Context: an optimization exercise on an open-source flow, tuned for small area, a short achievable clock period and few clock cycles per item. The choices shown serve that exercise and are no tape-out recipe.
Where RTL was checked, it was by simulation tests only, not by an equivalence proof against the original.
Only the layout flow was run in run 2; the RTL was not checked for function there.

==> flow/design.v <==
module kdf_sha256 (
    input  wire         clk,
    input  wire         rst,
    input  wire         in_valid,
    output wire         in_ready,
    input  wire         in_first,
    input  wire [511:0] in_block,
    output wire         out_valid,
    input  wire         out_ready,
    output wire [255:0] out_digest
);
    localparam [255:0] IV = {32'h6a09e667, 32'hbb67ae85, 32'h3c6ef372, 32'ha54ff53a,
                             32'h510e527f, 32'h9b05688c, 32'h1f83d9ab, 32'h5be0cd19};
    reg [6:0]  q;
    reg        pend;         
    reg        ovld;         
    reg        add_r, go_r, first_r, cur_first;
    reg [3:0]  rph;          
    reg        hen;          
    reg        sel_h;        
    reg        sel_iv;       
    reg        ld_iv;        
    reg [31:0] a, b, c, d, e, f, g, h;
    reg [31:0] H0, H1, H2, H3, H4, H5, H6, H7;
    reg [31:0] w [0:15];     
    reg [31:0] hkw;          
    reg [15:0] wsel;         
    reg        feed;         
    wire rnd   = ~q[6];
    localparam [2047:0] KTAB = {
        32'h428a2f98, 32'hc67178f2, 32'hbef9a3f7, 32'ha4506ceb,
        32'h90befffa, 32'h8cc70208, 32'h84c87814, 32'h78a5636f,
        32'h748f82ee, 32'h682e6ff3, 32'h5b9cca4f, 32'h4ed8aa4a,
        32'h391c0cb3, 32'h34b0bcb5, 32'h2748774c, 32'h1e376c08,
        32'h19a4c116, 32'h106aa070, 32'hf40e3585, 32'hd6990624,
        32'hd192e819, 32'hc76c51a3, 32'hc24b8b70, 32'ha81a664b,
        32'ha2bfe8a1, 32'h92722c85, 32'h81c2c92e, 32'h766a0abb,
        32'h650a7354, 32'h53380d13, 32'h4d2c6dfc, 32'h2e1b2138,
        32'h27b70a85, 32'h14292967, 32'h06ca6351, 32'hd5a79147,
        32'hc6e00bf3, 32'hbf597fc7, 32'hb00327c8, 32'ha831c66d,
        32'h983e5152, 32'h76f988da, 32'h5cb0a9dc, 32'h4a7484aa,
        32'h2de92c6f, 32'h240ca1cc, 32'h0fc19dc6, 32'hefbe4786,
        32'he49b69c1, 32'hc19bf174, 32'h9bdc06a7, 32'h80deb1fe,
        32'h72be5d74, 32'h550c7dc3, 32'h243185be, 32'h12835b01,
        32'hd807aa98, 32'hab1c5ed5, 32'h923f82a4, 32'h59f111f1,
        32'h3956c25b, 32'he9b5dba5, 32'hb5c0fbcf, 32'h71374491};
    reg  [31:0] k_t;         
    function [31:0] add_bk(input [31:0] x, input [31:0] y);
        reg [31:0] gg, pp;
        integer i, k;
        begin
            gg = x & y;
            pp = x ^ y;
            for (k = 1; k < 32; k = k * 2)
                for (i = 2*k - 1; i < 32; i = i + 2*k) begin
                    gg[i] = gg[i] | (pp[i] & gg[i-k]);
                    pp[i] = pp[i] & pp[i-k];
                end
            for (k = 8; k >= 1; k = k / 2)
                for (i = 3*k - 1; i < 32; i = i + 2*k) begin
                    gg[i] = gg[i] | (pp[i] & gg[i-k]);
                    pp[i] = pp[i] & pp[i-k];
                end
            add_bk = (x ^ y) ^ {gg[30:0], 1'b0};
        end
    endfunction
    wire [31:0] s1  = {e[5:0], e[31:6]} ^ {e[10:0], e[31:11]} ^ {e[24:0], e[31:25]};
    wire [31:0] ch  = (e & f) ^ (~e & g);
    wire [31:0] s0  = {a[1:0], a[31:2]} ^ {a[12:0], a[31:13]} ^ {a[21:0], a[31:22]};
    wire [31:0] maj = (a & b) ^ (a & c) ^ (b & c);
    wire [31:0] u_s = hkw ^ ch ^ d;
    wire [31:0] u_c = {((hkw[30:0] & ch[30:0]) | (hkw[30:0] & d[30:0]) | (ch[30:0] & d[30:0])), 1'b0};
    wire [31:0] e_s = u_s ^ u_c ^ s1;
    wire [31:0] e_c = {((u_s[30:0] & u_c[30:0]) | (u_s[30:0] & s1[30:0]) | (u_c[30:0] & s1[30:0])), 1'b0};
    wire [31:0] e_rnd = e_s + e_c;
    wire [31:0] v_s = hkw ^ ch ^ maj;
    wire [31:0] v_c = {((hkw[30:0] & ch[30:0]) | (hkw[30:0] & maj[30:0]) | (ch[30:0] & maj[30:0])), 1'b0};
    wire [31:0] y_s = v_s ^ v_c ^ s1;
    wire [31:0] y_c = {((v_s[30:0] & v_c[30:0]) | (v_s[30:0] & s1[30:0]) | (v_c[30:0] & s1[30:0])), 1'b0};
    wire [31:0] z_s = y_s ^ y_c ^ s0;
    wire [31:0] z_c = {((y_s[30:0] & y_c[30:0]) | (y_s[30:0] & s0[30:0]) | (y_c[30:0] & s0[30:0])), 1'b0};
    wire [31:0] a_rnd = z_s + z_c;
    wire [31:0] w15 = w[15];
    wire [31:0] k_s = g ^ k_t ^ w15;
    wire [31:0] k_c = {((g[30:0] & k_t[30:0]) | (g[30:0] & w15[30:0]) | (k_t[30:0] & w15[30:0])), 1'b0};
    wire [31:0] iv_a = ({32{rph[0]}} & IV[159:128]) | ({32{rph[1]}} & IV[191:160]) |
                       ({32{rph[2]}} & IV[223:192]) | ({32{rph[3]}} & IV[255:224]);
    wire [31:0] iv_e = ({32{rph[0]}} & IV[31:0])    | ({32{rph[1]}} & IV[63:32]) |
                       ({32{rph[2]}} & IV[95:64])   | ({32{rph[3]}} & IV[127:96]);
    wire [31:0] ha   = ({32{sel_h}} & H3) | ({32{sel_iv}} & iv_a);
    wire [31:0] he   = ({32{sel_h}} & H7) | ({32{sel_iv}} & iv_e);
    wire [31:0] sum_a = add_bk(d, ha);
    wire [31:0] sum_e = add_bk(h, he);
    wire [31:0] a_ring = ld_iv ? iv_a : sum_a;
    wire [31:0] e_ring = ld_iv ? iv_e : sum_e;
    wire [31:0] w1  = w[1];
    wire [31:0] w14 = w[14];
    wire [31:0] ls0 = {w1[6:0], w1[31:7]} ^ {w1[17:0], w1[31:18]} ^ (w1 >> 3);
    wire [31:0] ls1 = {w14[16:0], w14[31:17]} ^ {w14[18:0], w14[31:19]} ^ (w14 >> 10);
    wire [31:0] w9  = w[9];
    wire [31:0] w0  = w[0];
    wire [31:0] m_s = w9 ^ w0 ^ ls0;
    wire [31:0] m_c = {((w9[30:0] & w0[30:0]) | (w9[30:0] & ls0[30:0]) | (w0[30:0] & ls0[30:0])), 1'b0};
    wire [31:0] n_s = m_s ^ m_c ^ ls1;
    wire [31:0] n_c = {((m_s[30:0] & m_c[30:0]) | (m_s[30:0] & ls1[30:0]) | (m_c[30:0] & ls1[30:0])), 1'b0};
    wire [31:0] w_new = n_s + n_c;
    reg  [31:0] w_in;
    integer j;
    always @(*) begin
        w_in = 32'd0;
        for (j = 0; j < 16; j = j + 1)
            w_in = w_in | ({32{wsel[j]}} & in_block[511 - 32*j -: 32]);
    end
    assign in_ready   = (q == 7'd13);
    assign out_valid  = ovld;
    assign out_digest = {H0, H1, H2, H3, H4, H5, H6, H7};
    integer i;
    always @(posedge clk) begin
        a <= rnd ? a_rnd : a_ring;
        b <= a; c <= b; d <= c;
        e <= rnd ? e_rnd : e_ring;
        f <= e; g <= f; h <= g;
        for (i = 0; i < 15; i = i + 1)
            w[i] <= w[i+1];
        w[15] <= feed ? w_in : w_new;
        hkw <= add_bk(k_s, k_c);
        if (hen) begin
            H0 <= sum_a; H1 <= H0; H2 <= H1; H3 <= H2;
            H4 <= sum_e; H5 <= H4; H6 <= H5; H7 <= H6;
        end
    end
    wire enter_ring = (q == 7'd63) | ((q == 7'd127) & ~go_r);
    wire end_add    = (q == 7'd127) & add_r;
    wire pend_nx    = (q == 7'd63) | (pend & ~end_add);
    wire ovld_nx    = end_add | (ovld & ~out_ready);
    wire add_nx     = pend_nx & ~ovld_nx;
    wire go_nx      = in_valid & ~(pend_nx & ovld_nx);
    wire [6:0] q_nx = ((q == 7'd63) | enter_ring) ? 7'd124 : q + 7'd1;
    always @(posedge clk) begin
        wsel <= rst ? 16'h4000 : 16'd1 << (q_nx[3:0] + 4'd2);
        feed <= rst | q_nx[6] | (q_nx < 7'd14);
        k_t  <= KTAB[32*q_nx[5:0] +: 32];
    end
    always @(posedge clk) begin
        if (rst) begin
            q      <= 7'd124;
            pend   <= 1'b0;
            ovld   <= 1'b0;
            add_r  <= 1'b0;
            go_r   <= 1'b0;
            rph    <= 4'b0001;
            hen    <= 1'b0;
            ld_iv  <= 1'b0;
        end else begin
            pend <= pend_nx;
            ovld <= ovld_nx;
            q <= q_nx;
            if (enter_ring) begin
                add_r   <= add_nx;
                go_r    <= go_nx;
                first_r <= in_first;
                rph     <= 4'b0001;
                hen     <= add_nx;
                sel_h   <= add_nx & ~cur_first;
                sel_iv  <= add_nx & cur_first;
                ld_iv   <= go_nx & in_first;
            end else begin
                rph <= {rph[2:0], 1'b0};
                if (q == 7'd127)
                    hen <= 1'b0;
            end
            if (q == 7'd127 && go_r)
                cur_first <= first_r;
        end
    end
endmodule
==> flow/flow/run.sh <==
#!/bin/bash
# The standard layout (the standard.sh, which runs ORFS from synthesis to the
# final layout), with the I/O port buffers that global placement inserts made
# sky130_fd_sc_hd__buf_1 instead of the buffer ORFS picks by itself
# (clkdlybuf4s50_1, 2.7x the area).  Every port still gets its buffer.
set -euo pipefail
export BUFFER_PORTS_ARGS="-buffer_cell sky130_fd_sc_hd__buf_1"
bash standard.sh SETUP_SLACK_MARGIN=6 finish > standard.log 2>&1
==> flow/standard.sh <==
#!/bin/bash
# synth_recipe.tcl (not shown) runs the flow's synth.tcl, then flattens the netlist and writes it again
# the make line also repeats each setting of config.mk as NAME=value (left out here)
make -C /OpenROAD-flow-scripts/flow DESIGN_CONFIG=/design/flow/config.mk WORK_HOME=/design/flow/orfs CLKGATE_MAP_FILE= SYNTH_SCRIPT=/design/flow/synth_recipe.tcl "${@:-finish}"
==> flow/config.mk <==
export PLATFORM = sky130hd
export DESIGN_NAME = kdf_sha256
export DESIGN_NICKNAME = kdf_sha256
export VERILOG_FILES = /design/flow/design.v
export SDC_FILE = /design/flow/constraint.sdc
export NUM_CORES = 4
export LEC_CHECK = 0
export CAP_MARGIN = 20
export CORE_MARGIN = 2
export CORE_UTILIZATION = 40
export CTS_CLUSTER_DIAMETER = 60
export CTS_CLUSTER_SIZE = 30
export SETUP_SLACK_MARGIN = 5
export SLEW_MARGIN = 30
==> flow/constraint.sdc <==
create_clock -name core_clock -period 10.0 [get_ports {clk}]
set_input_delay 2.0000 -clock core_clock [delete_from_list [all_inputs] [get_ports {clk}]]
set_output_delay 2.0000 -clock core_clock [all_outputs]
set_load 0.01 [all_outputs]
==> results.txt, run 1 <==
* Worst path cell trace: mux2i_4 > fa_1 > fa_1 > inv_1 > fa_1 > ha_2 > inv_2 > fa_2 > nand2b_4 > a211oi_4 > o21ai_2 > a21oi_4 > nand3b_1 > a31o_4 > buf_4 > a21oi_2 > xnor2_1 > o211ai_1
* Global-route met1 utilization at 0.469
* Final period util at 0.456
* Number of global-route vias before repair at approximately 38,000
* Cell area after synthesis at 50,100 um2
* Unrepaired setup endpoints after global routing: true
* Max reg flops at 512
* Clock Path Buffers at 3
* CP max stage cell: fa_1
* Critical path endpoint category: flop
* Dpl hpwl at between 150,000 and 200,000 um
* Routed vias/inst at between 5 and 6
* Worst-path fanout max at 3
* CP peak stage delay at 0.52 ns
* Arrival time worst endpoint at 5.13 ns
* Initial DRC Count at approximately 5,000
* # setup viols final at 0
* Hold-fix buffers, CTS at 0
* Slew HR at 0.241
* Mapped Nets at 5,408
* Biggest register: w
* Post-synthesis async set-or-reset flop share at 0
* Hold Path Class: reg -> reg
* Fmax at 219 MHz
* Vert. Die Dim at roughly 360 um
* Inserted Clock Buffers at 97
* DRT Wirelength at 215,000 um
* Syn Inst Count at 4,393
* P&R area growth vs syn at 24.5%
* #FFs+latches synth at 1,126
* Worst-Margin Slew at 1.13 ns
* Initial core utilization at 0.404
* # nets final at 6,292
* Commonest cells after routing, fill and taps aside: buf_1, dfxtp_1, nand2_1
* Initial antenna violation count at 38
* Most frequent CP cell: fa_1
* Clk Latency, worst-skew pair at 0.72 ns
* Vias after detailed routing at 40,064
* GRT busiest layer: met1
* Critical path type: reg -> reg
* Port Buffers at 774
* Met2 Usage GRT at 0.461
* First-pass GRT wire length at 291,000 um
* Gr usage total at 0.325
* H-tree Lvls at 3
* Total grt overflow at 0
* Clock root cell: clkbuf_16
* Pins Over Slew Limit at 0
* # clock sinks at 1,126
* Post-layout min period at 4.56 ns
* Yosys warnings at 2
* DR WL/cell at 30.7 um
* Largest net degree at the start of global routing at 158
* Cell variety after synth at slightly below 70
* Die Span X at 358 um
* Die area at 128,000 um2
* FP Rows at between 100 and 150
* Final Hold Viols at 0
* GRT met3 Usage at 0.102
* Max-Cap Viols at 0
* Clock Skew at around 0.058 ns
* Clock transition at the registers of the reported paths at 0.10 ns
* Sequential-to-total area share from yosys stat at 0.502
* ANT nets after route at 0
* Number of synthesized flops with an enable pin at 260
* Most common cell after layout, fill and taps aside: buf_1
* Startpoint types: flop
* Ports at approximately 780
* Ys flop type: dfxtp_1
* DRC Markers at 0
* TritonCTS clock tree: yes
* Worst EP required at 10.57 ns
* Placer Congestion at 1.01
* Status: no timing/DRC/antenna violations
* Share of cells above drive strength 1 at 0.151
* Synth Area per Inst at approximately 11 um2
* Drt pass-1 iters at 7
* Total core area at roughly 120,000 um2
* Setup TNS at 0 ns
-- cell usage after synthesis, types with 10 or more instances --
cell       instances  area, um2
a221oi_1          49        429
o22ai_1           15       93.8
a31oi_1           25        156
o311ai_0          12        105
o21bai_1          13       97.6
a22o_1            43        377
xnor2_1          299       2620
nand2_1          302       1130
a222oi_1          15        150
a2111oi_0         11       96.3
o21a_1            28        210
xor2_1            95        832
or3_1             12       75.1
a22oi_1          159       1190
nor2_1           169        634
inv_1            293       1100
a211oi_1          22        165
ha_1             204       2550
clkbuf_1         165        619
a21oi_1          215       1080
nor2b_1           10       62.6
nand2b_1          33        206
o31ai_1           15        113
o211ai_1          53        398
dfxtp_1          866      17300
a21o_1           109        818
and3_1            18        113
buf_1             19       71.3
nand4_1           33        206
o221ai_1          13        114
nor3_1            41        205
edfxtp_1         260       7810
fa_1             294       5890
and2_1            14       87.6
mux2i_1           40        400
o21ai_0          252       1260
nand3_1           71        355
-- worst paths after layout --
| kind | from | endpoint | slack (ns) | cells past startpoint |
|---|---|---|---|---|
| setup / recovery | e[1] | a[29] | 5.44 | 18 |
| hold / removal | w[10][20] | w[9][20] | 0.29 | 0 |
| setup reg to reg | e[1] | a[29] | 5.44 | 18 |
| hold reg to reg | w[10][20] | w[9][20] | 0.29 | 0 |
-- worst max-delay path: cells and delay by family (launching register included) --
family | cells | cell delay [ns]
adder cells (fa/ha/maj) | 5 | 1.96
AO/OA/AOI/OAI | 6 | 1.15
flip-flops | 1 | 0.37
AND/OR/NAND/NOR | 2 | 0.31
multiplexers | 1 | 0.26
buffers and inverters | 3 | 0.23
XOR/XNOR | 1 | 0.14
-- layout make-up --
type                       instances  area (um2)
fill                           11218       61600
clock inverter                    77        1230
inverter                         293        1100
antenna                           15        37.5
sequential                      1126       25400
tap                             1637        2050
clock buffer                     105        2540
multi-input combinational       2788       25300
timing repair buffer             971        4640
-- metal layers --
layer / wire [um] / up-vias
met5: 156 / -
met2: 91100 / 2267
met3: 24900 / 351
met1: 92000 / 20173
li1: - / 17249
met4: 7100 / 24
-- metrics by stage --
stage / hold WS, ns / std cells / utilization / cell area, um2 / setup slack, ns
6_report: 0.286 / 7012 / 0.503 / 62300 / 5.44
5_1_grt: 0.279 / 7006 / 0.503 / 62300 / 5.30
4_1_cts: 0.286 / 6940 / 0.492 / 61000 / 5.39
3_5_place_dp: 0.312 / 6687 / 0.445 / 55100 / 4.26
3_3_place_gp: 0.310 / 6686 / 0.445 / 55100 / 4.31
2_1_floorplan: 0.310 / 4393 / - / 50200 / 5.74
-- cell families after synthesis --
kind of cell,share of synthesized area
flip-flops,0.502
AO/OA/AOI/OAI,0.150
AND/OR/NAND/NOR,0.0659
adder cells (fa/ha/maj),0.169
buffers and inverters,0.0360
XOR/XNOR,0.0689
multiplexers,0.00867
-- repair_timing --
| action | 4_1_cts | 5_1_grt |
|---|---|---|
| pin swaps | 102 | 119 |
| cloned | 2 | 0 |
| endpoints found under the hold margin | 0 | 0 |
| resized for setup | 385 | 199 |
| endpoints found under the setup margin | 141 | 89 |
| setup buffers | 69 | 57 |
Testbench counts, summed over its fixed seeds: cycles 52,296, items 768.
==> inputs of run 2 (changes only) <==
--- a/flow/design.v
+++ b/flow/design.v
@@ -91,4 +91,4 @@
     wire [31:0] he   = ({32{sel_h}} & H7) | ({32{sel_iv}} & iv_e);
-    wire [31:0] sum_a = add_bk(d, ha);
-    wire [31:0] sum_e = add_bk(h, he);
+    wire [31:0] sum_a = d + ha;
+    wire [31:0] sum_e = h + he;
     wire [31:0] a_ring = ld_iv ? iv_a : sum_a;
--- a/flow/config.mk
+++ b/flow/config.mk
@@ -10,4 +10,2 @@
 export CORE_UTILIZATION = 40
-export CTS_CLUSTER_DIAMETER = 60
-export CTS_CLUSTER_SIZE = 30
 export SETUP_SLACK_MARGIN = 5
==> run 2 against run 1 <==
Routed wire length is 11% higher. Setup slack lost 0.054 ns. Utilization shrank 0.13 points. Maximum frequency fell by 1.2%. Synthesized area is 1.2% higher. Critical endpoint is now a[27]. Global-route usage grew 3.4 points. Cell area up 1.0%. Still clean.
==> results.txt, run 2 <==
* Status: no timing/DRC/antenna violations
* Cell area after synthesis at 50,600 um2 (+1.2%)
* Share of cells above drive strength 1 at 0.152 (+0.000593)
* FF-to-FF Start: e[1]
* WHS Endpoint: w[9][9]
* DRT Wirelength at 239,000 um (+11%)
* Port Buffers at 774 (unchanged)
* Min-Delay Path Depth at 0 (unchanged)
* Worst-path fanout max at 3 (unchanged)
* ANT nets after route at 0 (unchanged)
* Hold Path Class: reg -> reg
* # setup viols final at 0 (unchanged)
* Total core area at 126,000 um2 (+1.3%)
* Synth cell count leaders: dfxtp_1, nand2_1, xnor2_1
* Largest net degree at the start of global routing at 80 (-49%)
* Max reg flops at 512 (unchanged)
* Vias after detailed routing at 41,745 (+4.2%)
* Setup slack after layout at 5.39 ns (-0.0536 ns)
* Clock transition at the registers of the reported paths at 0.07 ns (-0.03 ns)
* #FFs+latches synth at 1,126 (unchanged)
* Die area at 129,000 um2 (+1.1%)
* Setup TNS at 0 ns (unchanged)
* Most common cell after layout, fill and taps aside: buf_1
* Hold WS at 0.294 ns (+0.00800 ns)
* Worst-Margin Slew at 1.20 ns (+0.0706 ns)
* Placed Area at 55,600 um2 (+0.90%)
* FP Rows at 130 (+0.78%)
* Ys flop type: dfxtp_1
* Share of the synthesized area in the top cell type at 0.342 (-0.00395)
* Synth Area per Inst at 11.2 um2 (-1.9%)
* # clock sinks at 1,126 (unchanged)
* Initial DRC Count at 5,731 (+11%)
* Number of synthesized flops with an enable pin at 260 (unchanged)
* Area of the multi-input gates at 26,200 um2 (+3.4%)
* Synth area leaders: dfxtp_1, edfxtp_1, fa_1
* Inserted Clock Buffers at 106 (+9.3%)
* Placed Instances at 6,830 (+2.1%)
* Initial antenna violation count at 38 (unchanged)
* Yosys top cell by area: dfxtp_1
* First-pass GRT wire length at 323,000 um (+11%)
* R2R setup slack at 5.39 ns (-0.05 ns)
* Layout fillers at 11,402 (+1.6%)
* Final Hold Viols at 0 (unchanged)
* Post-synthesis async set-or-reset flop share at 0 (unchanged)
* Fmax at 217 MHz (-1.2%)
* P&R area growth vs syn at 24.3%
* Die Span X at 360 um (+0.57%)
* Layout Cells excl Fill at 7,161 (+2.1%)
* Mapped Nets at 5,517 (+2.0%)
* Slew HR at 0.197 (-0.0438)
* Routed vias/inst at 5.83 (+2.0%)
* Syn Inst Count at 4,528 (+3.1%)
* Post-Route Utilization at 0.502 (-0.00125)
* Startpoint types: flop
* H-tree Lvls at 3 (unchanged)
* Met2 Usage GRT at 0.491 (+0.0295)
* Biggest register: w
* Clock Path Buffers at 3 (unchanged)
* # nets final at 6,402 (+1.7%)
* Arrival time worst endpoint at 5.24 ns (+0.11 ns)
* GRT busiest layer: met1
* Clock root cell: clkbuf_16
* Pins Over Slew Limit at 0 (unchanged)
* Max-Cap Viols at 0 (unchanged)
* Clock Skew at 0.0700 ns (+0.0122 ns)
* Unrepaired setup endpoints after global routing: true
* DRC Markers at 0 (unchanged)
* Number of global-route vias before repair at 39,235 (+3.9%)
* Sequential-to-total area share from yosys stat at 0.496 (-0.00573)
* Cells on worst reg2reg path at 18 (unchanged)
* Gr usage total at 0.359 (+0.0337)
* Pre-CTS setup slack at 4.89 ns (+0.624 ns)
* Worst EP required at 10.62 ns (+0.05 ns)
* Placer Congestion at 1.09 (+8.3%)
* Critical path type: reg -> reg
* Commonest cells after routing, fill and taps aside: buf_1, dfxtp_1, nand2_1
* Yosys warnings at 2 (unchanged)
* RR Endpoint: a[27]
* Sequential cell area at 25,400 um2 (-0.17%)
* GRT met3 Usage at 0.0750 (-0.0274)
* Final period util at 0.461 (+0.00536)
* Hold wc startpoint: w[10][9]
* DR WL/cell at 33.4 um (+8.8%)
* Global-route met1 utilization at 0.574 (+0.105)
* Cell with the most instances after synthesis: dfxtp_1
* TritonCTS clock tree: yes
* Vert. Die Dim at 360 um (+0.57%)
* Cell variety after synth at 85 (+23%)
* Dpl hpwl at 192,000 um (+13%)
* Critical path endpoint category: flop
* Total grt overflow at 0 (unchanged)
* Initial core utilization at 0.403 (-0.000580)
* Ports at 775 (unchanged)
* Drt pass-1 iters at 8 (+1)
* Final Instance Area at 63,000 um2 (+1.0%)
* Clk Latency, worst-skew pair at 0.74 ns (+0.02 ns)
* Post-layout min period at 4.61 ns (+0.0536 ns)
run 2: cell types whose count changed after synthesis, sizes merged, moves of 19 or more:
cell,previous run,this run
fa,294,264
nor3,41,60
inv,293,248
a31oi,25,45
nand2,302,327
run 2: cell families (layout without fill, tap and decap cells):
group	count (synthesis)	count (layout)	synth area share
buffers and inverters	449	1424	0.0335
muxes	36	36	0.00712
AOI/OAI and AO/OA	1199	1199	0.160
DFF	1126	1126	0.496
other	0	7	0
adders and majority gates	473	473	0.156
xor gates and xnor gates	411	411	0.0711
and+or+nand+nor	834	835	0.0756
run 2: layout make-up:
cell class              count  area share
diodes                      7    0.000278
clock buffers             148      0.0494
clock inverters            51      0.0116
inverters                 250      0.0150
multi-input cells        2954       0.415
flip-flops and latches   1126       0.403
well taps                1650      0.0328
repair buffers            975      0.0725
run 2: layer usage:
layer  wire [um]  part of all wire
met1      114000              0.48
met2       95700              0.40
met3       24000              0.10
met4        5350             0.022
met5          69           0.00029
run 2: worst max path at each step:
stage | from | end | slack, ns | depth (start not counted)
finish | e[1] | a[27] | 5.39 | 18
global route | e[1] | a[27] | 5.27 | 18
CTS | e[1] | a[29] | 5.42 | 17
detailed placement | a[1] | a[29] | 4.89 | 18
global placement | sel_iv | H4[28] | 4.79 | 12
floorplan | e[1] | a[29] | 5.51 | 18
run 2: timing repair:
item	in CTS	in global routing
buffers inserted	80	43
gates resized for setup	419	166
pin swaps	150	101
gates cloned	1	0
setup endpoints to repair	137	91
hold buffers	0	0
run 2: critical path: stages (launching register included):
cell and delay [ns]:
dfxtp_4 0.36, mux2i_4 0.26, fa_1 0.45, fa_1 0.51, inv_1 0.05, fa_1 0.49
ha_2 0.19, inv_2 0.04, fa_2 0.34, nand2b_4 0.15, a211o_4 0.35, a211oi_4 0.20
buf_6 0.15, o21ai_4 0.08, o21a_4 0.25, o21a_1 0.22, o21ai_1 0.17, xor2_1 0.09
a21o_1 0.16
==> inputs of run 3 (changes only) <==
--- a/flow/design.v
+++ b/flow/design.v
@@ -91,4 +91,4 @@
     wire [31:0] he   = ({32{sel_h}} & H7) | ({32{sel_iv}} & iv_e);
-    wire [31:0] sum_a = d + ha;
-    wire [31:0] sum_e = h + he;
+    wire [31:0] sum_a = add_bk(d, ha);
+    wire [31:0] sum_e = add_bk(h, he);
     wire [31:0] a_ring = ld_iv ? iv_a : sum_a;
--- a/flow/config.mk
+++ b/flow/config.mk
@@ -10,3 +10,5 @@
 export CORE_UTILIZATION = 40
+export CTS_CLUSTER_DIAMETER = 70
+export CTS_CLUSTER_SIZE = 25
 export SETUP_SLACK_MARGIN = 5
-export SLEW_MARGIN = 30
+export SLEW_MARGIN = 20
==> run 3 against run 2 <==
Still clean. Clock skew shrank 0.0074 ns. Maximum frequency shrank 0.20%. Via count shrank 4.4%. Critical path type unchanged.
==> results.txt, run 3 <==
* Total grt overflow at 0 (unchanged)
* Clock Skew at 0.0625 ns (-0.00743 ns)
* DRC Markers at 0 (unchanged)
* Cell with the most instances after synthesis: dfxtp_1
* First-pass GRT wire length at 292,000 um (-9.8%)
* Layout fillers at 11,313 (-0.78%)
* Vias after detailed routing at 39,912 (-4.4%)
* Most common cell after layout, fill and taps aside: buf_1
* Number of global-route vias before repair at 37,628 (-4.1%)
* Yosys top cell by area: dfxtp_1
* Worst path cell trace: mux2i_4 > fa_1 > fa_1 > inv_2 > fa_1 > ha_2 > inv_2 > fa_2 > nand2b_4 > a211oi_4 > o21ai_4 > a21oi_4 > nand3b_1 > a31o_4 > a221oi_4 > nor2_1 > a211oi_2
* Gr usage total at 0.325 (-0.0338)
* Number of synthesized flops with an enable pin at 260 (unchanged)
* Cell variety after synth at 69 (-19%)
* Die area at 128,000 um2 (-1.1%)
* Most frequent CP cell: fa_1
* DR WL/cell at 30.9 um (-7.6%)
* Post-layout min period at 4.62 ns (+0.00938 ns)
* Worst-path fanout max at 3 (unchanged)
* Placer Congestion at 1.01 (-7.7%)
* P&R area growth vs syn at 22.9%
* Hold Path Class: reg -> reg
* Clk Latency, worst-skew pair at 0.70 ns (-0.04 ns)
* Hold-fix buffers, CTS at 0 (unchanged)
* Critical path endpoint category: flop
* FP Rows at 129 (-0.77%)
* CP max stage cell: fa_1
* Vert. Die Dim at 358 um (-0.57%)
* Unrepaired setup endpoints after global routing: true
* Commonest cells after routing, fill and taps aside: buf_1, dfxtp_1, nand2_1
* Clock root cell: clkbuf_16
* Mapped Nets at 5,408 (-2.0%)
* Arrival time worst endpoint at 5.23 ns (about the same)
* CP peak stage delay at 0.57 ns (+0.06 ns)
* Synth cell count leaders: dfxtp_1, nand2_1, xnor2_1
* CP bufs+invs at 2 (-1)
* Port Buffers at 774 (unchanged)
* Startpoint types: flop
* Initial antenna violation count at 36 (-5.3%)
* Largest net degree at the start of global routing at 158 (+98%)
* Drt pass-1 iters at 6 (-2)
* Die Span X at 358 um (-0.57%)
* # clock sinks at 1,126 (unchanged)
* Syn Inst Count at 4,393 (-3.0%)
* CP delay by family, top: adder cells
* Yosys warnings at 2 (unchanged)
* Final Hold Viols at 0 (unchanged)
* Worst-Margin Slew at 1.25 ns (+0.0507 ns)
* Synth Area per Inst at 11.4 um2 (+1.9%)
* Pins Over Slew Limit at 0 (unchanged)
* Max reg flops at 512 (unchanged)
* Initial core utilization at 0.404 (+0.000580)
* Routed vias/inst at 5.72 (-1.8%)
* Dpl hpwl at 170,000 um (-11%)
* H-tree Lvls at 3 (unchanged)
* Critical path type: reg -> reg
* DRT Wirelength at 215,000 um (-10%)
* Fmax at 216 MHz (-0.20%)
* Share of cells above drive strength 1 at 0.145 (-0.00609)
* Post-synthesis async set-or-reset flop share at 0 (unchanged)
* Initial DRC Count at 4,938 (-14%)
* Ys flop type: dfxtp_1
* Biggest register: w
* # setup viols final at 0 (unchanged)
* ANT nets after route at 0 (unchanged)
* Slew HR at 0.155 (-0.0426)
* Setup TNS at 0 ns (unchanged)
* Ports at 775 (unchanged)
* Max-Cap Viols at 0 (unchanged)
* Clock Path Buffers at 3 (unchanged)
* Post-Route Utilization at 0.497 (-0.00495)
* Sequential-to-total area share from yosys stat at 0.502 (+0.00573)
* Final period util at 0.462 (+0.000938)
* Total core area at 124,000 um2 (-1.3%)
* Worst EP required at 10.61 ns (about the same)
* #FFs+latches synth at 1,126 (unchanged)
* Inserted Clock Buffers at 81 (-24%)
* TritonCTS clock tree: yes
* Share of the synthesized area in the top cell type at 0.346 (+0.00395)
* Status: no timing/DRC/antenna violations
* Synth area leaders: dfxtp_1, edfxtp_1, fa_1
* Cell area after synthesis at 50,100 um2 (-1.1%)
* # nets final at 6,278 (-1.9%)
* Clock transition at the registers of the reported paths at 0.09 ns (+0.02 ns)
==> run 3: cell count changes in the layout (fill, tap and decap cells not counted), sizes merged, moves of 16 or more <==
cell,previous run,this run
nand2,327,302
a31oi,45,25
inv,258,313
a21oi,231,215
nor2,186,169
a211oi,38,22
nor3,60,41
fa,264,294
clkbuf,148,95
==> run 3: cell families (layout without fill, tap and decap cells) <==
logic type | Yosys count | in the layout | share of synthesized area
adders and majority gates | 499 | 499 | 0.169
AOI/OAI and AO/OA | 1120 | 1120 | 0.150
xor gates and xnor gates | 394 | 394 | 0.0689
buffers and inverters | 479 | 1408 | 0.0360
muxes | 42 | 42 | 0.00867
and+or+nand+nor | 733 | 733 | 0.0659
other | 0 | 13 | 0
DFF | 1126 | 1126 | 0.502
==> run 3: path summary, 6_finish.rpt <==
kind         slack [ns]  cells after the start        end       from
max                5.38                     17      a[31]       e[1]
min                0.29                      0  w[12][20]  w[13][20]
max reg2reg        5.38                     17      a[31]       e[1]
min reg2reg        0.29                      0  w[12][20]  w[13][20]
==> run 3: per-stage QoR <==
stage / instance area [um2] / setup WS (ns) / std cells / hold WS (ns)
floorplan: 50200 / 5.74 / 4393 / 0.310
global placement: 55100 / 4.31 / 6686 / 0.310
detailed placement: 55100 / 4.30 / 6686 / 0.312
CTS: 60100 / 5.39 / 6903 / 0.292
global route: 61500 / 5.22 / 6966 / 0.289
finish: 61600 / 5.38 / 6972 / 0.295
==> run 3: per-layer routing <==
layer	share of wire	routed length, um	up-vias	global-route usage
li1	-	-	17186	-
met1	0.43	92200	20041	0.470
met2	0.42	90900	2295	0.464
met3	0.12	25000	362	0.0988
met4	0.031	6740	28	0.0937
met5	0.0017	373	-	0.0107
==> run 3: area by class of cell <==
class                           instances  area [um2]  area share
Clock buffer                           94        2160      0.0351
Timing Repair Buffer                  973        4680      0.0760
Multi-Input combinational cell       2788       25300       0.411
Inverter                              293        1100      0.0179
Antenna cell                           13        32.5    0.000528
Tap cell                             1637        2050      0.0333
Clock inverter                         48         776      0.0126
Sequential cell                      1126       25400       0.413
==> run 3: what timing repair did <==
item	4_1_cts	5_1_grt
resized for setup	379	233
pin swaps	106	155
setup endpoints to repair	141	100
buffers inserted	74	55
gates cloned	1	1
Testbench counts of run 3, summed over its fixed seeds: cycles 52,296, items 768.
==> inputs of run 4 (changes only) <==
--- a/flow/config.mk
+++ b/flow/config.mk
@@ -12,3 +12,4 @@
 export CTS_CLUSTER_SIZE = 25
+export PLACE_DENSITY = 0.5
 export SETUP_SLACK_MARGIN = 5
-export SLEW_MARGIN = 20
+export SLEW_MARGIN = 30
==> run 4 against run 3 <==
Still clean on timing, DRC and antenna. Clock-buffer cell count down 7. Setup slack worse by 0.023 ns. Utilization up 0.23 points. Flip-flop and latch count unchanged. Global-route usage up 0.90 points. First-iteration DRC count down 4.1%. Maximum frequency down 0.48%. Critical path type unchanged. Highest routed layer unchanged.
==> results.txt, run 4 <==
* Synth cell count leaders: dfxtp_1, nand2_1, xnor2_1
* Slew HR at 0.258 (+0.104)
* Sequential-to-total area share from yosys stat at 0.502 (unchanged)
* Routed vias/inst at 5.65 (-1.4%)
* Total grt overflow at 0 (unchanged)
* Hold Path Class: reg -> reg
* Die Span X at 358 um (unchanged)
* Placed Area at 55,100 um2 (unchanged)
* #FFs+latches synth at 1,126 (unchanged)
* Biggest register: w
* Setup TNS at 0 ns (unchanged)
* Startpoint types: flop
* Yosys top cell by area: dfxtp_1
* Initial core utilization at 0.404 (unchanged)
* DRC Markers at 0 (unchanged)
* Ys flop type: dfxtp_1
* CP max stage cell: fa_1
* Layout Cells excl Fill at 6,995 (+0.33%)
* Fmax at 215 MHz (-0.48%)
* Status: no timing/DRC/antenna violations
* Initial DRC Count at 4,735 (-4.1%)
* Gr usage total at 0.334 (+0.00903)
* DRT Wirelength at 221,000 um (+2.5%)
* Total core area at 124,000 um2 (unchanged)
* Drt pass-1 iters at 6 (unchanged)
* # setup viols final at 0 (unchanged)
* Unrepaired setup endpoints after global routing: true
* Pre-CTS setup slack at 3.88 ns (-0.421 ns)
* H-tree Lvls at 3 (unchanged)
* Pins Over Slew Limit at 0 (unchanged)
* Clock Skew at 0.0735 ns (+0.0110 ns)
* Post-synthesis async set-or-reset flop share at 0 (unchanged)
* Cell variety after synth at 69 (unchanged)
* Yosys warnings at 2 (unchanged)
* Vias after detailed routing at 39,500 (-1.0%)
* Mapped Nets at 5,408 (unchanged)
* Worst path cell trace: buf_6 > a21o_1 > o21ai_2 > fa_1 > fa_1 > inv_1 > fa_1 > ha_2 > inv_2 > fa_2 > nand2b_4 > a211oi_4 > o21ai_2 > a21oi_4 > nand3b_1 > a31o_4 > buf_4 > a21oi_2 > xnor2_1 > o211ai_1
* P&R area growth vs syn at 23.5%
* Number of global-route vias before repair at 37,183 (-1.2%)
* Worst-path fanout max at 3 (unchanged)
* Syn Inst Count at 4,393 (unchanged)
* Commonest cells after routing, fill and taps aside: buf_1, dfxtp_1, nand2_1
* Post-layout min period at 4.65 ns (+0.0225 ns)
* Setup slack after layout at 5.35 ns (-0.0225 ns)
* DR WL/cell at 31.5 um (+2.2%)
* Initial antenna violation count at 37 (+2.8%)
* First-pass GRT wire length at 296,000 um (+1.6%)
* Synth Area per Inst at 11.4 um2 (unchanged)
* Placed Instances at 6,683 (-0.045%)
* Dpl hpwl at 174,000 um (+1.9%)
* Share of the synthesized area in the top cell type at 0.346 (unchanged)
* Port Buffers at 774 (unchanged)
* Final period util at 0.465 (+0.00225)
* FP Rows at 129 (unchanged)
* CP peak stage delay at 0.55 ns (-0.02 ns)
* # clock sinks at 1,126 (unchanged)
* Sequential cell area at 25,400 um2 (about the same)
* Worst EP required at 10.61 ns (about the same)
* Synth area leaders: dfxtp_1, edfxtp_1, fa_1
* Final Hold Viols at 0 (unchanged)
* Area of the multi-input gates at 25,300 um2 (-0.11%)
* Share of cells above drive strength 1 at 0.145 (-0.000276)
* Ports at 775 (unchanged)
* Max reg flops at 512 (unchanged)
* Placer Congestion at 1.00 (-0.13%)
* Clk Latency, worst-skew pair at 0.74 ns (+0.04 ns)
* Most common cell after layout, fill and taps aside: buf_1
* Number of synthesized flops with an enable pin at 260 (unchanged)
* Clock root cell: clkbuf_16
* Arrival time worst endpoint at 5.26 ns (+0.03 ns)
* # nets final at 6,292 (+0.22%)
* Inserted Clock Buffers at 80 (-1.2%)
* Most frequent CP cell: fa_1
* Worst-Margin Slew at 1.11 ns (-0.142 ns)
* Hold-fix buffers, CTS at 0 (unchanged)
* Critical path endpoint category: flop
* TritonCTS clock tree: yes
* Cell area after synthesis at 50,100 um2 (unchanged)
* Vert. Die Dim at 358 um (unchanged)
* ANT nets after route at 0 (unchanged)
* Clock Path Buffers at 3 (unchanged)
* Final Instance Area at 61,800 um2 (+0.47%)
* Largest net degree at the start of global routing at 152 (-3.8%)
* Critical path type: reg -> reg
* Clock transition at the registers of the reported paths at 0.09 ns (about the same)
* Max-Cap Viols at 0 (unchanged)
* Cell with the most instances after synthesis: dfxtp_1
* Layout fillers at 11,535 (+2.0%)
* Die area at 128,000 um2 (unchanged)
[run 4: final timing paths]
| path | start | to | slack, ns | depth (start not counted) |
|---|---|---|---|---|
| worst min-delay path | w[13][17] | w[12][17] | 0.28 | 0 |
| worst max register to register | a[1] | a[29] | 5.35 | 20 |
| worst max-delay path | a[1] | a[29] | 5.35 | 20 |
| worst min register to register | w[13][17] | w[12][17] | 0.28 | 0 |
[run 4: critical path, delay by kind of cell, from the launching register on]
kind	cells	cell delay (ns)
AOI/OAI and AO/OA	8	1.42
buffers and inverters	4	0.34
adders and majority gates	5	2.01
DFF	1	0.32
and+or+nand+nor	2	0.30
xor gates and xnor gates	1	0.14
[run 4: timing repair]
item | CTS | global route
gates cloned | 4 | 0
setup buffers | 91 | 54
endpoints found under the setup margin | 155 | 101
pin swaps | 129 | 121
gates resized for setup | 411 | 189
[run 4: cells by family after synthesis]
kind of cell	after synthesis	synth area share
AO/OA/AOI/OAI	1120	0.150
XOR/XNOR	394	0.0689
adder cells (fa/ha/maj)	499	0.169
buffers and inverters	479	0.0360
flip-flops	1126	0.502
multiplexers	42	0.00867
AND/OR/NAND/NOR	733	0.0659
[run 4: metal layers]
metal	GRT usage	share of wire
met5	0.0270	0.0028
met4	0.118	0.041
met3	0.0979	0.11
met2	0.469	0.41
met1	0.483	0.44
[run 4: through the flow]
step	hold slack, ns	utilization
finish	0.277	0.499
global route	0.287	0.499
CTS	0.273	0.489
detailed placement	0.312	0.445
global placement	0.310	0.444
floorplan	0.310	-
[run 4: area by class of cell]
| type | instances | area share |
|---|---|---|
| tap | 1637 | 0.0331 |
| clock inverter | 57 | 0.0146 |
| clock buffer | 87 | 0.0330 |
| antenna | 19 | 0.000769 |
| multi-input combinational | 2788 | 0.409 |
| timing repair buffer | 988 | 0.0805 |
| sequential | 1126 | 0.411 |
| inverter | 293 | 0.0179 |
==> inputs of run 5 (changes only) <==
--- a/flow/config.mk
+++ b/flow/config.mk
@@ -12,3 +12,3 @@
 export CTS_CLUSTER_SIZE = 25
-export PLACE_DENSITY = 0.5
+export PLACE_DENSITY = 0.7
 export SETUP_SLACK_MARGIN = 5
==> run 5 against run 4 <==
Die area is the same. Largest cell class unchanged. Final cell count shrank 0.31%. Worst hold slack gained 0.028 ns. Maximum frequency grew 1.8%. Clock-buffer cell count shrank 1. Sequential share of layout area grew 0.39 points. Clock skew shrank 0.028 ns. Cell area shrank 0.91%.
==> results.txt, run 5 <==
* Status: no timing/DRC/antenna violations
* Area of the multi-input gates at 25,400 um2 (+0.37%)
* Sequential cell area at 25,400 um2 (about the same)
* DRT Wirelength at 216,000 um (-1.9%)
* Syn Inst Count at 4,393 (unchanged)
* Hold wc startpoint: w[5][6]
* Most common cell after layout, fill and taps aside: buf_1
* Mapped Nets at 5,408 (unchanged)
* Post-synthesis mux area share at 0.00867 (unchanged)
* Synth Area per Inst at 11.4 um2 (unchanged)
* Met1 wire length at 89,900 um (-6.3%)
* Initial core utilization at 0.404 (unchanged)
* Worst-Margin Slew at 1.14 ns (+0.0289 ns)
* DR WL/cell at 31.0 um (-1.6%)
* Compound-Gate Fraction of Synth Area at 0.150 (unchanged)
* Synth cell count leaders: dfxtp_1, nand2_1, xnor2_1
* Most frequent CP cell: fa_1
* # clock sinks at 1,126 (unchanged)
* Yosys top cell by area: dfxtp_1
* Drt pass-1 iters at 7 (+1)
* Cell variety after synth at 69 (unchanged)
* Ys flop type: dfxtp_1
* WHS Endpoint: w[4][6]
* Synth Area in Simple Gates at 0.0659 (unchanged)
* Met3 wire len at 24,000 um (+2.0%)
* Biggest register: w
* Max reg flops at 512 (unchanged)
* CP bufs+invs at 2 (-2)
* Hold WS at 0.305 ns (+0.0278 ns)
* Critical path endpoint category: flop
* Max-Cap Viols at 0 (unchanged)
* Placer Congestion at 1.01 (+0.96%)
* FP Rows at 129 (unchanged)
* Clock Skew at 0.0460 ns (-0.0275 ns)
* Initial DRC Count at 4,940 (+4.3%)
* Critical path type: reg -> reg
* Share of cells above drive strength 1 at 0.146 (+0.000738)
* Adder-Cell Fraction of Synth Area at 0.169 (unchanged)
* Highest metal used: met5
* Unrepaired setup endpoints after global routing: true
* Initial antenna violation count at 41 (+11%)
* Final period util at 0.456 (-0.00811)
* Clk Latency, worst-skew pair at 0.69 ns (-0.05 ns)
* Fmax at 219 MHz (+1.8%)
* Post-synthesis async set-or-reset flop share at 0 (unchanged)
* Vert. Die Dim at 358 um (unchanged)
* Vias after detailed routing at 40,126 (+1.6%)
* # nets final at 6,274 (-0.29%)
* Clock Path Buffers at 3 (unchanged)
* Pins Over Slew Limit at 0 (unchanged)
* Post-layout min period at 4.56 ns (-0.0811 ns)
* Largest net degree at the start of global routing at 83 (-45%)
* Clock transition at the registers of the reported paths at 0.09 ns (about the same)
* First-pass GRT wire length at 291,000 um (-1.8%)
* CP peak stage delay at 0.54 ns (about the same)
* Worst-path fanout max at 4 (+1)
* XOR/XNOR Fraction of Synth Area at 0.0689 (unchanged)
* Inserted Clock Buffers at 75 (-6.3%)
* Layout fillers at 11,127 (-3.5%)
* Gr usage total at 0.325 (-0.00869)
* # setup viols final at 0 (unchanged)
* RR Endpoint: a[31]
* Cell area after synthesis at 50,100 um2 (unchanged)
* Hold-fix buffers, CTS at 0 (unchanged)
* Commonest cells after routing, fill and taps aside: buf_1, dfxtp_1, nand2_1
* #FFs+latches synth at 1,126 (unchanged)
* DRC Markers at 0 (unchanged)
* Worst path cell trace: mux2i_4 > fa_1 > fa_1 > inv_2 > fa_1 > ha_2 > inv_2 > fa_2 > nand2b_4 > a211oi_4 > o21ai_2 > a21oi_4 > nand3b_1 > a31o_4 > a221oi_4 > nor2_1 > a211oi_1
* Number of global-route vias before repair at 38,093 (+2.4%)
* Clock root cell: clkbuf_16
* Share of the synthesized area in the top cell type at 0.346 (unchanged)
* Startpoint types: flop
* Die area at 128,000 um2 (unchanged)
* Cell with the most instances after synthesis: dfxtp_1
* CP delay by family, top: adder cells
* Yosys warnings at 2 (unchanged)
* Min-Delay Path Depth at 0 (unchanged)
* Main combinational cell family by area after synthesis: adder cells
* TritonCTS clock tree: yes
* Ports at 775 (unchanged)
* Synth area leaders: dfxtp_1, edfxtp_1, fa_1
* Arrival time worst endpoint at 5.16 ns (-0.10 ns)
* Final Hold Viols at 0 (unchanged)
* Die Span X at 358 um (unchanged)
* Met2 routed WL at 91,200 um (-0.19%)
* ANT nets after route at 0 (unchanged)
* P&R area growth vs syn at 22.4%
* Total grt overflow at 0 (unchanged)
* Hold Path Class: reg -> reg
* Dpl hpwl at 170,000 um (-2.3%)
* R2R setup slack at 5.44 ns (+0.08 ns)
* H-tree Lvls at 3 (unchanged)
* Sequential-to-total area share from yosys stat at 0.502 (unchanged)
* Total core area at 124,000 um2 (unchanged)
* Number of synthesized flops with an enable pin at 260 (unchanged)
* FF-to-FF Start: e[1]
* Post-Route Utilization at 0.494 (-0.00454)
* Port Buffers at 774 (unchanged)
* Setup TNS at 0 ns (unchanged)
* Slew HR at 0.238 (-0.0208)
* Worst EP required at 10.59 ns (-0.02 ns)
* Cells on worst reg2reg path at 17 (-15%)
* CP max stage cell: fa_1
* Routed vias/inst at 5.75 (+1.9%)
## run 5: final cells by class
type,count,area share
flip-flops and latches,1126,0.415
multi-input cells,2788,0.414
repair buffers,975,0.0758
well taps,1637,0.0334
clock buffers,86,0.0329
inverters,293,0.0180
clock inverters,44,0.00956
diodes,24,0.000980
## run 5: metal layers
layer / up-vias / track usage
li1: 17194 / -
met1: 20005 / 0.456
met2: 2408 / 0.467
met3: 495 / 0.0922
met4: 24 / 0.130
met5: - / 0.0400
## run 5: worst max path at each step
stage,start,to,cells past startpoint
floorplan,e[1],a[31],18
finish,e[1],a[31],17
global route,g[0],a[31],18
global placement,rph[2],e[31],19
CTS,w[1][4],w[15][31],16
detailed placement,rph[1],e[31],18
## run 5: logic make-up (layout without fill, tap and decap cells)
kind of cell	Yosys count	after routing
AOI/OAI and AO/OA	1120	1120
xor gates and xnor gates	394	394
adders and majority gates	499	499
buffers and inverters	479	1398
DFF	1126	1126
muxes	42	42
other	0	24
and+or+nand+nor	733	733
## run 5: metrics by stage
stage                     setup slack (ns)  area [um2]  std cells
after floorplan                       5.74       50200       4393
final                                 5.44       61300       6973
after global placement                4.64       55100       6687
after global routing                  5.29       61300       6967
after detailed placement              4.54       55100       6687
after CTS                             5.36       60000       6904
## run 5: what timing repair did
item / 4_1_cts / 5_1_grt
gates cloned: 2 / 1
endpoints found under the hold margin: 0 / 0
resized for setup: 424 / 188
pin swaps: 133 / 132
setup endpoints to repair: 136 / 93
setup buffers: 85 / 44
## run 5: worst register-to-register path, stage by stage (launching register included)
cell and delay [ns]:
dfxtp_4 0.38, mux2i_4 0.27, fa_1 0.45, fa_1 0.54
inv_2 0.04, fa_1 0.49, ha_2 0.19, inv_2 0.04
fa_2 0.36, nand2b_4 0.17, a211oi_4 0.24, o21ai_2 0.11
a21oi_4 0.26, nand3b_1 0.15, a31o_4 0.30, a221oi_4 0.28
nor2_1 0.06, a211oi_1 0.15
==> inputs of run 6 (changes only) <==
--- a/flow/config.mk
+++ b/flow/config.mk
@@ -12,3 +12,2 @@
 export CTS_CLUSTER_SIZE = 25
-export PLACE_DENSITY = 0.7
 export SETUP_SLACK_MARGIN = 5
==> run 6 against run 5 <==
Still clean. Clock skew is 0.016 ns higher. Synthesized cell count unchanged. Utilization rose by 0.054 points.
==> results.txt, run 6 <==
* Highest metal used: met5
* Met2 routed WL at 90,000 um (-1.4%)
* Initial antenna violation count at 38 (-7.3%)
* # nets final at 6,273 (-0.016%)
* Final Instance Area at 61,300 um2 (+0.11%)
* Yosys top cell by area: dfxtp_1
* Layout fillers at 11,326 (+1.8%)
* Share of cells above drive strength 1 at 0.145 (-0.000941)
* Met3 wire len at 23,700 um (-1.6%)
* Hold wc startpoint: w[12][20]
* Status: no timing/DRC/antenna violations
* CP max stage cell: fa_1
* Drt pass-1 iters at 8 (+1)
* Clock transition at the registers of the reported paths at 0.09 ns (about the same)
* Ports at 775 (unchanged)
* FF-to-FF Start: e[1]
* Share of the synthesized area in the top cell type at 0.346 (unchanged)
* Dpl hpwl at 170,000 um (+0.36%)
* Startpoint types: flop
* Post-synthesis mux area share at 0.00867 (unchanged)
* Initial DRC Count at 5,233 (+5.9%)
* Placed Area at 55,100 um2 (about the same)
* R2R setup slack at 5.43 ns (about the same)
* Gr usage total at 0.325 (-0.000482)
* Post-layout min period at 4.57 ns (+0.00303 ns)
* Biggest register: w
* Worst-path fanout max at 2 (-2)
* XOR/XNOR Fraction of Synth Area at 0.0689 (unchanged)
* Cell with the most instances after synthesis: dfxtp_1
* Adder-Cell Fraction of Synth Area at 0.169 (unchanged)
* Max-Cap Viols at 0 (unchanged)
* Die Span X at 358 um (unchanged)
* Worst path cell trace: mux2i_4 > fa_1 > fa_1 > inv_2 > fa_1 > ha_2 > inv_2 > fa_2 > nand2b_4 > a211oi_4 > o21ai_2 > a21oi_4 > nand3b_1 > a31o_4 > a221oi_4 > nor2_1 > a211oi_2
* Pins Over Slew Limit at 0 (unchanged)
* Critical path endpoint category: flop
* P&R area growth vs syn at 22.5%
* Synth Area per Inst at 11.4 um2 (unchanged)
* DRT Wirelength at 216,000 um (-0.37%)
* Most common cell after layout, fill and taps aside: buf_1
* Arrival time worst endpoint at 5.16 ns (about the same)
* Total grt overflow at 0 (unchanged)
* RR Endpoint: a[31]
* Final Hold Viols at 0 (unchanged)
* Mapped Nets at 5,408 (unchanged)
* Setup TNS at 0 ns (unchanged)
* H-tree Lvls at 3 (unchanged)
* WHS Endpoint: w[11][20]
* Fmax at 219 MHz (about the same)
* Setup slack after layout at 5.43 ns (-0.00303 ns)
* Cell variety after synth at 69 (unchanged)
* Number of global-route vias before repair at 37,348 (-2.0%)
* CP peak stage delay at 0.57 ns (+0.03 ns)
* Cell area after synthesis at 50,100 um2 (unchanged)
* Critical path type: reg -> reg
* Worst EP required at 10.60 ns (about the same)
* First-pass GRT wire length at 290,000 um (-0.23%)
* Worst-Margin Slew at 1.09 ns (-0.0468 ns)
* Routed vias/inst at 5.72 (-0.63%)
* Final period util at 0.457 (about the same)
* Synth area leaders: dfxtp_1, edfxtp_1, fa_1
* Sequential-to-total area share from yosys stat at 0.502 (unchanged)
* Clock Skew at 0.0620 ns (+0.0160 ns)
* Total core area at 124,000 um2 (unchanged)
* Commonest cells after routing, fill and taps aside: buf_1, dfxtp_1, nand2_1
* Clock root cell: clkbuf_16
* Placer Congestion at 1.01 (-0.82%)
* Met1 wire length at 93,800 um (+4.3%)
* Yosys warnings at 2 (unchanged)
* Area of the multi-input gates at 25,300 um2 (-0.17%)
* Most frequent CP cell: fa_1
* Min-Delay Path Depth at 0 (unchanged)
* # clock sinks at 1,126 (unchanged)
* Die area at 128,000 um2 (unchanged)
* Synth Area in Simple Gates at 0.0659 (unchanged)
* Initial core utilization at 0.404 (unchanged)
* Hold WS at 0.301 ns (-0.00357 ns)
* DR WL/cell at 31.0 um (-0.18%)
* Synth cell count leaders: dfxtp_1, nand2_1, xnor2_1
* Hold Path Class: reg -> reg
* Syn Inst Count at 4,393 (unchanged)
* #FFs+latches synth at 1,126 (unchanged)
* Vert. Die Dim at 358 um (unchanged)
* Post-synthesis async set-or-reset flop share at 0 (unchanged)
* Inserted Clock Buffers at 79 (+5.3%)
* Max reg flops at 512 (unchanged)
* Clock Path Buffers at 3 (unchanged)
* Largest net degree at the start of global routing at 158 (+90%)
* TritonCTS clock tree: yes
* Ys flop type: dfxtp_1
* DRC Markers at 0 (unchanged)
* Main combinational cell family by area after synthesis: adder cells
* Compound-Gate Fraction of Synth Area at 0.150 (unchanged)
* Number of synthesized flops with an enable pin at 260 (unchanged)
* FP Rows at 129 (unchanged)
* # setup viols final at 0 (unchanged)
* Sequential cell area at 25,400 um2 (about the same)
* Port Buffers at 774 (unchanged)
* Clk Latency, worst-skew pair at 0.69 ns (about the same)
* Pre-CTS setup slack at 4.26 ns (-0.278 ns)
* ANT nets after route at 0 (unchanged)
* Unrepaired setup endpoints after global routing: true
* Critical path origin: e[1]
* Slew HR at 0.270 (+0.0327)
* Cells on worst reg2reg path at 17 (unchanged)
* Vias after detailed routing at 39,797 (-0.82%)
[run 6: cell counts after synthesis]
No cell type changed its count.
[run 6: worst max path at each step]
stage	depth (start not counted)	endpoint
2_1_floorplan	18	a[31]
3_3_place_gp	20	a[31]
3_5_place_dp	20	a[31]
4_1_cts	16	w[15][31]
5_1_grt	17	a[31]
6_report	17	a[31]
[run 6: area by class of cell]
cell class,instances,area share
flip-flops and latches,1126,0.415
multi-input cells,2788,0.413
repair buffers,970,0.0760
well taps,1637,0.0334
clock buffers,87,0.0332
inverters,293,0.0180
clock inverters,48,0.0111
diodes,11,0.000449
[run 6: metrics by stage]
stage          utilization  instances
2_1_floorplan            -       4393
3_3_place_gp         0.445       6686
3_5_place_dp         0.445       6687
4_1_cts              0.483       6889
5_1_grt              0.495       6956
6_report             0.495       6960
[run 6: cells by family (layout without fill, tap and decap cells)]
kind of cell	after synthesis	in the layout
compound gates	1120	1120
simple gates	733	733
other cells	0	11
mux	42	42
flops	1126	1126
buf+inv	479	1398
fa+ha+maj	499	499
xor+xnor	394	394
[run 6: critical path: cells and delay by family (launching register included)]
| kind | cells | cell delay [ns] |
|---|---|---|
| adders and majority gates | 5 | 2.02 |
| DFF | 1 | 0.37 |
| buffers and inverters | 2 | 0.08 |
| muxes | 1 | 0.25 |
| and+or+nand+nor | 3 | 0.39 |
| AOI/OAI and AO/OA | 6 | 1.37 |
[run 6: per-layer routing]
| layer | vias to the layer above | GRT usage |
|---|---|---|
| met2 | 2205 | 0.460 |
| li1 | 17177 | - |
| met4 | 24 | 0.101 |
| met1 | 20018 | 0.475 |
| met3 | 373 | 0.0928 |
| met5 | - | 0 |
[run 6: what timing repair did]
| item | 4_1_cts | 5_1_grt |
|---|---|---|
| endpoints found under the setup margin | 141 | 85 |
| setup buffers | 65 | 59 |
| gates resized for setup | 374 | 232 |
| hold buffers | 0 | 0 |
| pin swaps | 97 | 122 |
| gates cloned | 2 | 1 |
==> inputs of run 7 (changes only) <==
--- a/flow/flow/run.sh
+++ b/flow/flow/run.sh
@@ -7,2 +7,2 @@
 export BUFFER_PORTS_ARGS="-buffer_cell sky130_fd_sc_hd__buf_1"
-bash standard.sh SETUP_SLACK_MARGIN=6 finish > standard.log 2>&1
+bash standard.sh SETUP_SLACK_MARGIN=6.3 finish > standard.log 2>&1
==> run 7 against run 6 <==
Clock-buffer cell count down 1. Flip-flop and latch count stayed put. Global-route usage is 0.080 points higher. Die area stayed put. Synthesized area unchanged. Cell area grew 2.1%. Critical path depth stayed put. Worst hold slack improved by 0.016 ns. Setup slack worse by 0.058 ns. Non-clock buffer count is 48 higher.
==> results.txt, run 7 <==
* Max reg flops at 512 (unchanged)
* # clock sinks at 1,126 (unchanged)
* Max-Cap Viols at 0 (unchanged)
* Clk Latency, worst-skew pair at 0.69 ns (about the same)
* Die area at 128,000 um2 (unchanged)
* Worst path cell trace: mux2i_4 > fa_1 > fa_1 > inv_1 > fa_1 > ha_2 > inv_2 > fa_2 > nand2b_4 > a211oi_4 > o21ai_4 > a21oi_4 > nand3b_1 > a31o_4 > a221oi_4 > nor2_1 > a211oi_1
* Commonest cells after routing, fill and taps aside: buf_1, dfxtp_1, inv_1, nand2_1, fa_1
* FP Rows at 129 (unchanged)
* Worst EP required at 10.59 ns (about the same)
* Sequential cell area at 25,500 um2 (+0.10%)
* Total grt overflow at 0 (unchanged)
* DR WL/cell at 30.8 um (-0.44%)
* Cell area after synthesis at 50,100 um2 (unchanged)
* Unrepaired setup endpoints after global routing: true
* Port Buffers at 774 (unchanged)
* Share of the synthesized area in the top cell type at 0.346 (unchanged)
* Yosys warnings at 2 (unchanged)
* Clock transition at the registers of the reported paths at 0.10 ns (about the same)
* Mapped Nets at 5,408 (unchanged)
* Sequential-to-total area share from yosys stat at 0.502 (unchanged)
* Hold wc startpoint: w[5][15]
* Critical path type: reg -> reg
* Status: no timing/DRC/antenna violations
* Setup TNS at 0 ns (unchanged)
* DRC Markers at 0 (unchanged)
* Pins Over Slew Limit at 0 (unchanged)
* Total core area at 124,000 um2 (unchanged)
* Ys flop type: dfxtp_1
* Cell with the most instances after synthesis: dfxtp_1
* Clock Skew at 0.0401 ns (-0.0219 ns)
* Inserted Clock Buffers at 77 (-2.5%)
* CP peak stage delay at 0.54 ns (-0.03 ns)
* H-tree Lvls at 3 (unchanged)
* Die Span X at 358 um (unchanged)
* Final Hold Viols at 0 (unchanged)
* CP max stage cell: fa_1
* DRT Wirelength at 216,000 um (+0.23%)
* Biggest register: w
* WHS Endpoint: w[4][15]
* Vert. Die Dim at 358 um (unchanged)
* Hold-fix buffers, CTS at 0 (unchanged)
* Post-synthesis async set-or-reset flop share at 0 (unchanged)
* P&R area growth vs syn at 25.1%
* Layout fillers at 11,233 (-0.82%)
* # setup viols final at 0 (unchanged)
* Placer Congestion at 1.00 (-0.17%)
* Cell variety after synth at 69 (unchanged)
* Hold Path Class: reg -> reg
* Most common cell after layout, fill and taps aside: buf_1
* Arrival time worst endpoint at 5.21 ns (+0.05 ns)
* Yosys top cell by area: dfxtp_1
* Share of cells above drive strength 1 at 0.176 (+0.0312)
* Placed Area at 55,300 um2 (+0.29%)
* Vias after detailed routing at 39,986 (+0.47%)
* Initial antenna violation count at 26 (-32%)
* Dpl hpwl at 169,000 um (-0.73%)
* FF-to-FF Start: e[1]
* Fmax at 216 MHz (-1.3%)
* # nets final at 6,320 (+0.75%)
* Most frequent CP cell: fa_1
* Routed vias/inst at 5.71 (-0.20%)
* Min-Delay Path Depth at 0 (unchanged)
* Initial core utilization at 0.404 (unchanged)
* Final Instance Area at 62,600 um2 (+2.1%)
* Cells on worst reg2reg path at 17 (unchanged)
* Critical path endpoint category: flop
* TritonCTS clock tree: yes
* Drt pass-1 iters at 7 (-1)
* Startpoint types: flop
* Clock root cell: clkbuf_16
* Synth cell count leaders: dfxtp_1, nand2_1, xnor2_1
* Number of synthesized flops with an enable pin at 260 (unchanged)
* Number of global-route vias before repair at 38,023 (+1.8%)
* Worst-path fanout max at 4 (+2)
* Syn Inst Count at 4,393 (unchanged)
* ANT nets after route at 0 (unchanged)
* Worst-Margin Slew at 1.09 ns (-0.00175 ns)
* RR Endpoint: a[31]
* #FFs+latches synth at 1,126 (unchanged)
* R2R setup slack at 5.37 ns (-0.06 ns)
* Synth Area per Inst at 11.4 um2 (unchanged)
* Largest net degree at the start of global routing at 86 (-46%)
* Clock Path Buffers at 3 (unchanged)
* Gr usage total at 0.326 (+0.000796)
* Initial DRC Count at 4,986 (-4.7%)
* Synth area leaders: dfxtp_1, edfxtp_1, fa_1
* Post-layout min period at 4.63 ns (+0.0580 ns)
* Pre-CTS setup slack at 4.81 ns (+0.551 ns)
* Final period util at 0.463 (+0.00581)
* Slew HR at 0.271 (+0.00117)
* Area of the multi-input gates at 26,000 um2 (+2.7%)
* Ports at 775 (unchanged)
* First-pass GRT wire length at 291,000 um (+0.33%)
* Setup slack after layout at 5.37 ns (-0.0580 ns)
run 7: cell types whose count changed in the layout (fill, tap and decap cells not counted), moves of 16 or more:
cell	change
buf_6	+26
a21oi_1	-20
a21oi_2	+18
o21ai_0	-18
xnor2_2	+18
xnor2_1	-17
ha_1	-16
run 7: critical path: cells and delay by family, from the launching register on:
family | cells | cell delay, ns
adder cells (fa/ha/maj) | 5 | 1.99
AO/OA/AOI/OAI | 6 | 1.44
flip-flops | 1 | 0.37
AND/OR/NAND/NOR | 3 | 0.37
multiplexers | 1 | 0.26
buffers and inverters | 2 | 0.09
run 7: cell families after synthesis:
| logic type | synth area share |
|---|---|
| and+or+nand+nor | 0.0659 |
| xor gates and xnor gates | 0.0689 |
| buffers and inverters | 0.0360 |
| AOI/OAI and AO/OA | 0.150 |
| adders and majority gates | 0.169 |
| muxes | 0.00867 |
| DFF | 0.502 |
run 7: what timing repair did:
| item | CTS | global route |
|---|---|---|
| cloned | 6 | 0 |
| resized for setup | 480 | 276 |
| setup buffers | 103 | 71 |
| endpoints found under the setup margin | 150 | 123 |
| pin swaps | 147 | 133 |
run 7: per-stage QoR:
step	util	instances	hold slack (ns)
CTS	0.491	6924	0.316
global route	0.505	7002	0.324
detailed placement	0.446	6682	0.312
finish	0.505	7007	0.317
floorplan	-	4393	0.310
global placement	0.446	6680	0.310
run 7: cell type report:
type | instances | share of cell area
repair buffers | 1018 | 0.0832
flip-flops and latches | 1126 | 0.407
well taps | 1637 | 0.0327
clock inverters | 47 | 0.0118
multi-input cells | 2789 | 0.416
clock buffers | 86 | 0.0320
inverters | 293 | 0.0177
diodes | 11 | 0.000439
run 7: layer usage:
layer,track usage,vias to the layer above,share of wire
li1,-,17250,-
met1,0.469,19998,0.43
met2,0.464,2303,0.42
met3,0.0957,413,0.11
met5,0.0333,-,0.0032
met4,0.104,22,0.037
run 7: worst max-delay path by stage:
stage,from,endpoint,cells after the start
2_1_floorplan,e[1],a[31],18
5_1_grt,c[1],a[31],18
3_3_place_gp,sel_h,a[31],21
3_5_place_dp,sel_h,a[31],21
6_report,e[1],a[31],17
4_1_cts,w[1][4],w[15][31],16

==> static timing again, ports no longer ideal <==
The flow's constraints put no driver on any port. The routed layouts listed below were extracted and timed again, unchanged, in two steps. Step 1, drivers: a clkbuf_16 drives clk and a buf_2 each remaining input, both assumed. Step 2 also shifts input and output timing later by t, the mid clock arrival at the registers, as if the neighbouring blocks saw the same clock. Three values: ideal, step 1, step 2; two values: the first two.
run | shift t [ns] | setup WS [ns] | latest minus earliest clock arrival (ns) | slew at the worst register clock pin (ns) | cell pins on the clock port's net
run 1 | 0.766 | 5.440 / 5.440 / 5.440 | 0.061 / 0.061 | 0.10 / 0.10 | 1
run 2 | 0.776 | 5.386 / 5.386 / 5.386 | 0.071 / 0.071 | 0.07 / 0.07 | 1
run 3 | 0.744 | 5.377 / 5.377 / 5.377 | 0.066 / 0.067 | 0.10 / 0.10 | 1
run 4 | 0.777 | 5.354 / 5.354 / 5.354 | 0.075 / 0.076 | 0.10 / 0.10 | 1
run 5 | 0.746 | 5.435 / 5.435 / 5.435 | 0.046 / 0.047 | 0.10 / 0.10 | 1
run 6 | 0.743 | 5.432 / 5.432 / 5.432 | 0.073 / 0.074 | 0.10 / 0.10 | 1
run 7 | 0.748 | 5.374 / 5.374 / 5.316 | 0.042 / 0.042 | 0.10 / 0.10 | 1
After both steps setup and hold are still met in every run listed. The setup slack of run 7, which loses most, moves by 0.000 ns with the drivers and by -0.058 ns with both steps.
